Context: an optimization exercise on an open-source flow, tuned for small area. The choices shown serve that exercise and are no tape-out recipe. The RTL was checked by simulation tests, not by an equivalence proof against the original design.

## elkob_pcs
module elkob_pcs (
    input  wire       clk,
    input  wire       rst,
    input  wire       tx_valid,
    input  wire [7:0] tx_data,
    input  wire       tx_last,
    output wire       tx_ready,
    output reg  [9:0] tx_code,
    input  wire [9:0] rx_code,
    output reg        rx_valid,
    output reg  [7:0] rx_data,
    output reg        rx_end,
    output reg        rx_crc_ok,
    output reg        rx_code_err,
    output reg        rx_echo
);
Size: about 730 cells after synthesis, ~46 I/O pins, roughly 5000 um2 of cells after synthesis.
Settings: LEC_CHECK=0, CAP_MARGIN=20, CORE_MARGIN=2, CORE_UTILIZATION=70, SLEW_MARGIN=20; clock period 11.0 ns.
standard.sh (not shown) runs the stock make flow with config.mk's settings and CLKGATE_MAP_FILE= SYNTH_SCRIPT=/design/flow/synth_recipe.tcl, a recipe that flattens the netlist after the stock synthesis.
==> flow/flow/run.sh <==
#!/bin/bash
# Own flow: the standard synthesis, then the combinational logic between
# the registers is optimised again for area with ABC (&deepsyn) and mapped to
# the same library; registers (names, cells) are kept as they are. Then the
# standard layout steps run on the new netlist.
set -euo pipefail
W=$PWD
F=$W/flow
R=$W/orfs/results/$FLOW_PLATFORM/elkob_pcs/base
LIB=$FLOW_HOME/platforms/$FLOW_PLATFORM/lib/sky130_fd_sc_hd__tt_025C_1v80.lib

bash standard.sh synth > $W/synth_standard.log 2>&1

python3 $F/mkmodels.py $LIB > $W/cellmodels.v 2> $W/mkmodels.log
cp $R/1_2_yosys.v $W/1_2_yosys_standard.v
DONT_USE=$(grep -o -- "-dont_use [A-Za-z0-9_]*" $W/orfs/logs/$FLOW_PLATFORM/elkob_pcs/base/1_2_yosys.log | sort -u | tr '\n' ' ')
printf 'strash\n&get -n\n&deepsyn -T %s\n&put\ndch -f\nmap -a\ntopo\nstime -p\n' "${DEEPSYN_T:-120}" > $W/reopt.abc
cat > $W/reopt.ys <<EOT
read_verilog $W/cellmodels.v
read_verilog $W/1_2_yosys_standard.v
hierarchy -top $FLOW_TOP
tee -q -o $W/reopt_before.txt stat -liberty $LIB
flatten
techmap
opt -fast -purge
abc -script $W/reopt.abc -liberty $LIB $DONT_USE
opt_clean -purge
setundef -zero
splitnets
opt_clean -purge
hilomap -singleton -hicell sky130_fd_sc_hd__conb_1 HI -locell sky130_fd_sc_hd__conb_1 LO
insbuf -buf sky130_fd_sc_hd__buf_4 A X
opt_clean -purge
tee -o $W/reopt_after.txt stat -liberty $LIB
write_verilog -nohex -nodec -noattr $W/1_2_yosys_reopt.v
EOT
yosys -q -l $W/reopt_yosys.log -s $W/reopt.ys
yosys -q -l $W/reopt_check.log -p "read_verilog -lib $W/cellmodels.v; read_verilog $W/1_2_yosys_reopt.v; hierarchy -top $FLOW_TOP; check -assert"

cp $W/1_2_yosys_reopt.v $R/1_2_yosys.v
rm -f $R/1_synth.odb $R/1_synth.sdc
# every port still gets its own buffer, the smallest one
BUFFER_PORTS_ARGS="-buffer_cell sky130_fd_sc_hd__buf_1" bash standard.sh finish > $W/finish_standard.log 2>&1
Other scripts of this flow, unchanged in this note and not shown: flow/flow/mkmodels.py
The baseline finished clean.
Edit:
--- a/flow/flow/run.sh
+++ b/flow/flow/run.sh
@@ -16,3 +16,3 @@
 DONT_USE=$(grep -o -- "-dont_use [A-Za-z0-9_]*" $W/orfs/logs/$FLOW_PLATFORM/elkob_pcs/base/1_2_yosys.log | sort -u | tr '\n' ' ')
-printf 'strash\n&get -n\n&deepsyn -T %s\n&put\ndch -f\nmap -a\ntopo\nstime -p\n' "${DEEPSYN_T:-120}" > $W/reopt.abc
+printf 'strash\n&get -n\n&deepsyn -T %s\n&dch -f\n&nf -a -R 1000\n&put\ntopo\nstime -p\n' "${DEEPSYN_T:-60}" > $W/reopt.abc
 cat > $W/reopt.ys <<EOT
Settings changed: CORE_UTILIZATION 70 to 80, CTS_CLUSTER_DIAMETER set to 200, CTS_CLUSTER_SIZE set to 50.
Effect:
- The new run completed with no timing, DRC or antenna violations
- clock-buffer cell count stays the same
- core utilization came out higher by 9.6 points
- sequential cell count does not change
- first-iteration DRC count goes up by 23%
- die area shrinks by 15%
- wire length goes up by 0.64%
- area after synthesis goes down by 3.8%

==> what the ideal ports hide <==
No port has a modelled driver above. Below, the same layouts with a new extraction and two added sets of constraints. Step 1 assumes that a clkbuf_16 drives the clock port and a buf_2 every other input. Step 2, shift: input delay + t, output delay - t, t = (earliest + latest rising clock arrival at the registers) / 2. This alone moves slack from input paths to output paths. Three values: ideal ports, drivers, drivers and shift; two values: the first two.
run | t (ns) | setup slack, ns | slew at the worst register clock pin (ns)
the first run | 0.393 | 5.387 / 5.396 / 5.003 | 0.10 / 0.10
the second run | 0.410 | 5.510 / 5.521 / 5.110 | 0.11 / 0.11
After both steps every run listed still meets setup and hold. The setup slack of the second run, which loses most, moves by +0.011 ns with the drivers and by -0.400 ns with both steps.
